Context: an optimization exercise on an open-source flow, tuned for small area, a short achievable clock period and few clock cycles. The choices shown serve that exercise and are no tape-out recipe. Only simulation tests tie the RTL to the original design; equivalence was not proved. Power is estimated from default activity; no workload was simulated.

==> 05-20 <==
==> flow/design.v (excerpt) <==
module lst_stamp_unit (
    input  wire        clk,
    input  wire        rst,
    input  wire        start,
    output wire        ready,
    input  wire [63:0] p0_i,
    input  wire [15:0] pass_i,
    input  wire [31:0] v_i,
    input  wire [47:0] t0_i,
    input  wire [47:0] tpp_i,
    input  wire [15:0] alpha_i,
    input  wire [15:0] beta_i,
    input  wire [31:0] vlo_i,
    input  wire [31:0] vhi_i,
    input  wire [31:0] gate_i,
    input  wire [47:0] ts_i,
    input  wire [15:0] zpass_i,
    input  wire [47:0] zfine_i,
    output wire        done,
    output reg         accept,
    output reg  [1:0]  reason,
    output reg         clamp,
    output wire [63:0] p0_o,
    output wire [15:0] pass_o,
    output wire [31:0] v_o,
    output wire [47:0] t0_o,
    output wire [31:0] resid_o,
    output reg         resid_upd
);
export LEC_CHECK = 0
export CAP_MARGIN = 20
export CORE_MARGIN = 2
export CORE_UTILIZATION = 40
export SLEW_MARGIN = 20
create_clock -name core_clock -period 15.0 [get_ports {clk}]
run.sh (not shown) runs the stock make flow with config.mk's settings and CLKGATE_MAP_FILE= SYNTH_SCRIPT=/design/flow/synth_recipe.tcl, a recipe that flattens the netlist after the stock synthesis.
==> inputs of 10-28, as changes to 05-20 <==
--- a/flow/design.v
+++ b/flow/design.v
@@ -30,96 +30,98 @@
     localparam integer S_IDLE  = 0,
                        S_DT    = 1,
                        S_MUL1  = 2,
                        S_PADD  = 3,
                        S_DIV1  = 4,
                        S_RES1A = 5,
                        S_RES1B = 6,
                        S_MUL2  = 7,
-                       S_DIV2  = 8,
-                       S_VUP1  = 9,
-                       S_VUP2  = 10,
-                       S_DONE  = 11;
+                       S_D2G   = 8,      
+                       S_D2P   = 9,      
+                       S_VUP1  = 10,
+                       S_VUP2  = 11,
+                       S_DONE  = 12;
     localparam [1:0] R_OK = 2'd0, R_DT = 2'd1, R_PASS = 2'd2, R_GATE = 2'd3;
-    reg [11:0] st;       
+    reg [12:0] st;       
+    reg [12:0] nst;
     reg [63:0] P0;
     reg [15:0] PASS;
     reg [31:0] V;
     reg [47:0] T0;
     reg [64:0] D;        
     reg [15:0] ALPHA;
     reg [15:0] BETA;
     reg [31:0] VLO;
     reg [31:0] VHI;
     reg [31:0] GATE;     
-    reg [47:0] TS;
     reg [15:0] ZP;       
     reg [47:0] ZF;       
     reg [1:0]  RX;       
     reg [47:0] DT;       
     reg [80:0] P;        
     reg [15:0] Q;        
     reg [47:0] ACCB;     
     reg [5:0]  cnt;
     reg        up;       
-    reg        bph;      
     reg [1:0]  rsn;      
-    reg        dp_p1q, dp_m1q;
     reg        rneg;
     reg        nhi, nlo;     
     reg [5:0]  khi, klo;     
     reg        vsat;         
     reg        divdone;
-    reg        d2first;      
     reg        pfdone;
+    reg        f_aps, f_asg, f_yv, f_msel, f_minv, f_rsel, f_rinv, f_ac;
+    reg        f_bhi, f_blo, f_bsel;
     wire s_idle = st[S_IDLE],  s_dt   = st[S_DT],    s_mul1 = st[S_MUL1];
     wire s_padd = st[S_PADD],  s_div1 = st[S_DIV1],  s_r1a  = st[S_RES1A];
-    wire s_r1b  = st[S_RES1B], s_mul2 = st[S_MUL2],  s_div2 = st[S_DIV2];
-    wire s_vup1 = st[S_VUP1],  s_vup2 = st[S_VUP2],  s_done = st[S_DONE];
+    wire s_r1b  = st[S_RES1B], s_mul2 = st[S_MUL2],  d2g    = st[S_D2G];
+    wire d2p    = st[S_D2P],   s_vup1 = st[S_VUP1],  s_vup2 = st[S_VUP2];
+    wire s_done = st[S_DONE];
+    wire s_div2 = d2g | d2p;
     assign ready   = s_idle | s_done;
     assign done    = s_done;
     assign p0_o    = P0;
     assign pass_o  = PASS;
     assign v_o     = V;
     assign t0_o    = T0;
     assign resid_o = GATE;
     wire [63:0] M    = {D[47:0], 16'd0};
     wire [65:0] rr   = {RX, ZP, ZF};
     wire [81:0] rx   = {{16{rr[65]}}, rr};
     wire [5:0]  kb   = rneg ? klo : khi;
     wire        bneg = rneg ? nlo : nhi;
-    wire        d2g  = s_div2 & d2first;      
-    wire        d2p  = s_div2 & ~d2first;     
-    wire        a_ps   = s_padd | s_div1 | s_mul2 | d2p;    
-    wire        a_pt   = (s_mul2 | d2p) & P[80];            
-    wire        m_sel  = (s_r1b & (dp_p1q | dp_m1q)) | d2p;
-    wire        m_inv  = (s_r1b & dp_m1q) | (d2p & ~P[65]);
-    wire        r_sel  = (s_mul2 & ALPHA[0]) | d2g;
-    wire        r_inv  = d2g & ~rneg;
+    wire        a_ps   = f_aps;                  
+    wire        a_pt   = f_asg & P[80];          
+    wire        m_sel  = f_msel;
+    wire        m_inv  = f_minv;
+    wire        r_sel  = f_rsel;
+    wire        r_inv  = f_rinv;
     wire [81:0] ax = ({82{s_mul1}} & {P, 1'b0})
                    | ({82{a_ps}}   & {a_pt, P})
                    | ({82{s_r1a}}  & {18'd0, ZF, 16'd0})
                    | ({82{s_r1b}}  & rx)
                    | ({82{d2g}}    & {34'd0, GATE, 16'd0})
-                   | ({82{s_vup2}} & {{48{ACCB[33]}}, ACCB[33:0]});
-    wire [81:0] ay = ({82{s_mul1 & DT[47]}} & {50'd0, V})
+                   | ({82{s_vup2}} & {{48{ACCB[33]}}, ACCB[33:0]})
+                   | ({82{s_vup1}} & {34'd0, T0});
+    wire [81:0] ay = ({82{f_yv}}   & {50'd0, V})
                    | ({82{s_padd}} & {18'd0, P0})
                    | ({82{s_div1}} & ~{1'b0, D, 16'd0})
                    | ({82{s_r1a}}  & ~{18'd0, P[63:0]})
                    | ({82{m_sel}}  & ({18'd0, M} ^ {82{m_inv}}))
                    | ({82{r_sel}}  & (rx ^ {82{r_inv}}))
-                   | ({82{s_vup2}} & ~{50'd0, VLO});
-    wire        ac = s_div1 | s_r1a | m_inv | r_inv | s_vup2;
+                   | ({82{s_vup2}} & ~{50'd0, VLO})
+                   | ({82{s_vup1}} & {34'd0, DT});
+    wire        ac = f_ac;
     wire [81:0] sa = ax + ay + {81'd0, ac};
     wire        a_neg = sa[81];
-    wire        b_hi   = s_mul1 & ~bph;
-    wire        b_lo   = s_mul1 & bph;
-    wire        b_sel  = s_mul2 & BETA[0];
-    wire [48:0] bx = ({49{s_dt}}          & {1'b0, TS})
+    wire        b_hi   = f_bhi;
+    wire        b_lo   = f_blo;
+    wire        b_sel  = f_bsel;
+    wire [48:0] bx = ({49{s_dt}}          & {1'b0, DT})
                    | ({49{b_hi | s_vup2}} & {17'd0, VHI})
                    | ({49{b_lo | s_vup1}} & {17'd0, V})
                    | ({49{s_mul2}}        & {1'b0, ACCB})
                    | ({49{d2g}}           & {33'd0, ACCB[47:32]})
                    | ({49{d2p}}           & {ZF, ACCB[47]});
     wire [48:0] by = ({49{s_dt}}   & ~{1'b0, T0})
                    | ({49{b_hi}}   & ~{17'd0, V})
                    | ({49{b_lo}}   & ~{17'd0, VLO})
@@ -161,50 +163,66 @@
     wire        div_end = divdone | bneg | (dstep & (q_bit & (cnt >= kb) | (cnt == 6'd0)));
     wire        pf_take = d2p & ~pfdone & (P[65] | ~a_neg);
     wire        vclamp  = bneg | vsat;
     wire [31:0] v_new   = vclamp ? (rneg ? VLO : VHI) :
                           a_neg  ? VLO :
                           b_neg  ? VHI : ACCB[31:0];
     wire        acc_ok  = (rsn == R_OK);
     wire go = ready & start;
+    always @(*) begin
+        nst          = 13'd0;
+        nst[S_IDLE]  = ready & ~start;
+        nst[S_DT]    = go;
+        nst[S_MUL1]  = s_dt | (s_mul1 & (cnt != 6'd47));
+        nst[S_PADD]  = s_mul1 & (cnt == 6'd47);
+        nst[S_DIV1]  = s_padd | (s_div1 & ~dv_end);
+        nst[S_RES1A] = dv_end;
+        nst[S_RES1B] = s_r1a;
+        nst[S_MUL2]  = s_r1b | (s_mul2 & (cnt != 6'd15));
+        nst[S_D2G]   = s_mul2 & (cnt == 6'd15);
+        nst[S_D2P]   = d2g | (d2p & ~div_end);
+        nst[S_VUP1]  = d2p & div_end;
+        nst[S_VUP2]  = s_vup1;
+        nst[S_DONE]  = s_vup2;
+    end
+    wire dt_first = dt_short ? dt_new[14] : dt_new[47];
+    wire n_minv   = (s_r1a & dp_m1) | (d2g & ~P[65]);
+    wire n_rinv   = nst[S_D2G] & ~rneg;
     always @(posedge clk) begin
-        if (rst) begin
-            st <= 12'd1;
-        end else begin
-            st[S_IDLE]  <= ready & ~start;
-            st[S_DT]    <= go;
-            st[S_MUL1]  <= s_dt | (s_mul1 & (cnt != 6'd47));
-            st[S_PADD]  <= s_mul1 & (cnt == 6'd47);
-            st[S_DIV1]  <= s_padd | (s_div1 & ~dv_end);
-            st[S_RES1A] <= dv_end;
-            st[S_RES1B] <= s_r1a;
-            st[S_MUL2]  <= s_r1b | (s_mul2 & (cnt != 6'd15));
-            st[S_DIV2]  <= (s_mul2 & (cnt == 6'd15)) | (s_div2 & (d2first | ~div_end));
-            st[S_VUP1]  <= d2p & div_end;
-            st[S_VUP2]  <= s_vup1;
-            st[S_DONE]  <= s_vup2;
-        end
+        if (rst)
+            st <= 13'd1;
+        else
+            st <= nst;
+        f_aps  <= nst[S_PADD] | nst[S_DIV1] | nst[S_MUL2] | nst[S_D2P];
+        f_asg  <= nst[S_MUL2] | nst[S_D2P];
+        f_yv   <= (s_dt & dt_first) | (s_mul1 & (cnt != 6'd47) & DT[46]);
+        f_msel <= (s_r1a & (dp_p1 | dp_m1)) | nst[S_D2P];
+        f_minv <= n_minv;
+        f_rsel <= (s_r1b & ALPHA[0]) | (s_mul2 & (cnt != 6'd15) & ALPHA[1]) | nst[S_D2G];
+        f_rinv <= n_rinv;
+        f_ac   <= nst[S_DIV1] | nst[S_RES1A] | n_minv | n_rinv | nst[S_VUP2];
+        f_bhi  <= s_dt;
+        f_blo  <= s_mul1 & (cnt != 6'd47);
+        f_bsel <= (s_r1b & BETA[0]) | (s_mul2 & (cnt != 6'd15) & BETA[1]);
     end
     always @(posedge clk) begin
         if (go) begin
             P0    <= p0_i;
             PASS  <= pass_i;
             V     <= v_i;
             T0    <= t0_i;
             ALPHA <= alpha_i;
             BETA  <= beta_i;
             VLO   <= vlo_i;
             VHI   <= vhi_i;
-            TS    <= ts_i;
         end else if (s_vup2 & acc_ok) begin
             P0    <= P[63:0];
             PASS  <= Q;
             V     <= v_new;
-            T0    <= TS;
         end else if (s_mul2) begin
             ALPHA <= {1'b0, ALPHA[15:1]};
             BETA  <= {1'b0, BETA[15:1]};
         end
         if (go)
             D <= {17'd0, tpp_i};
         else if (dv_upgo)
             D <= {D[63:0], 1'b0};
@@ -224,17 +242,21 @@
             {RX, ZP, ZF} <= sa[65:0];
         end else if (d2g & ~bneg) begin
             ZF <= {32'd0, ACCB[47:32]};
         end else if (skip8) begin
             ZF <= {ZF[39:0], ACCB[47:40]};
         end else if (dstep) begin
             ZF <= q_bit ? sb[47:0] : {ZF[46:0], ACCB[47]};
         end
-        if (s_dt)
+        if (s_vup1 & acc_ok)
+            T0 <= sa[47:0];
+        if (go)
+            DT <= ts_i;
+        else if (s_dt)
             DT <= dt_short ? {dt_new[14:0], 33'd0} : dt_new;
         else if (s_mul1)
             DT <= {DT[46:0], DT[47]};
         if (s_dt)
             P <= 81'd0;
         else if (s_mul1 | s_padd | (dv_step & ~a_neg) | pf_take)
             P <= sa[80:0];
         else if (s_r1a)
@@ -270,49 +292,42 @@
         else if (dv_upgo | s_mul2)
             cnt <= (s_mul2 & (cnt == 6'd15)) ? 6'd31 : cnt + 6'd1;
         else if (dv_turn | dv_step)
             cnt <= cnt - 6'd1;
         else if (skip8)
             cnt <= cnt - 6'd8;
         else if (dstep)
             cnt <= cnt - 6'd1;
-        if (s_dt) begin
+        if (s_dt)
             rsn <= dt_bad ? R_DT : R_OK;
-            bph <= 1'b0;
-        end
-        if (s_mul1 & ~bph) begin
+        if (b_hi) begin
             nhi <= b_neg;
             khi <= bnd_len;
-            bph <= 1'b1;
         end
         if (b_lo) begin
             nlo <= b_neg;
             klo <= bnd_len;
         end
         if (s_padd)
             up <= 1'b1;
         if (dv_turn)
             up <= 1'b0;
         if (s_r1a) begin
-            dp_p1q <= dp_p1;
-            dp_m1q <= dp_m1;
             if (acc_ok & ~dp_ok)
                 rsn <= R_PASS;
         end
         if (s_r1b)
             rneg <= sa[65];
         if (s_mul2) begin
-            d2first <= 1'b1;
             divdone <= 1'b0;
             vsat    <= 1'b0;
             pfdone  <= 1'b0;
         end
         if (s_div2) begin
-            d2first <= 1'b0;
             if (d2p)
                 pfdone <= 1'b1;
             if (d2g & acc_ok & a_neg)
                 rsn <= R_GATE;
             if (d2g & bneg)
                 divdone <= 1'b1;
             if (dsat) begin
                 vsat    <= 1'b1;
- CAP_MARGIN: 20 -> 70
- SLEW_MARGIN: 20 -> 70
==> summary.txt <==
| quantity | 10-28 | 05-20 |
|---|---|---|
| Die span in x | 366 um | 368 um |
| Post-synthesis cell count | 6640 | 6455 |
| Layout clock buffers | 105 | 106 |
| Xor/xnor share of the synthesized area | 0.0531 | 0.0314 |
| Number of tap instances | 1742 | 1755 |
| Count of multi-input combinational gates | 5174 | 4981 |
| Count of placed standard cells in the final layout, fillers left out | 9056 | 8638 |
| Net count reported at finish | 7898 | 7477 |
| Vias per cell | 6.93 | 6.95 |
| Half-perimeter wire length after detailed placement | 260000 um | 237000 um |
| Largest stage delay, worst path | 0.46 ns | 0.88 ns |
| Total Die Area | 0.134 mm^2 | 0.135 mm^2 |
| Status | no timing/DRC/antenna violations | no timing/DRC/antenna violations |
| Part of the total power dissipated in sequential elements | 0.381 | 0.406 |
| Proportion of total power due to net switching | 0.407 | 0.384 |
| Sum of routed wire length over all layers | 341000 um | 316000 um |
| Inverters, non-clock | 211 | 202 |
Testbench counts of 05-20, summed over its fixed seeds: cycles 173,921.
Testbench counts of 10-28, summed over its fixed seeds: cycles 173,921.

## port drivers added, routing unchanged
The flow's constraints put no driver on any port. The routed layouts listed below were extracted and timed again, unchanged, in two steps.
Step 1 assumes that a clkbuf_16 drives the clock port and a buf_2 every other input.
Step 2 moves the port delays by t, midway between the first and last clock arrival at a register: inputs arrive t later, outputs are due t later. That takes back most of the time a late clock gives input paths.
a / b / c = no drivers / after step 1 / after step 2; a / b = the first two.
run	t (ns)	slack for setup (ns)	hold slack, ns	clock arrival spread, ns
05-20	0.830	6.384 / 6.384 / 6.384	0.484 / 0.484 / 0.484	0.050 / 0.050
10-28	0.831	8.158 / 8.158 / 8.158	0.445 / 0.445 / 0.445	0.029 / 0.029
After both steps every run listed still meets setup and hold.
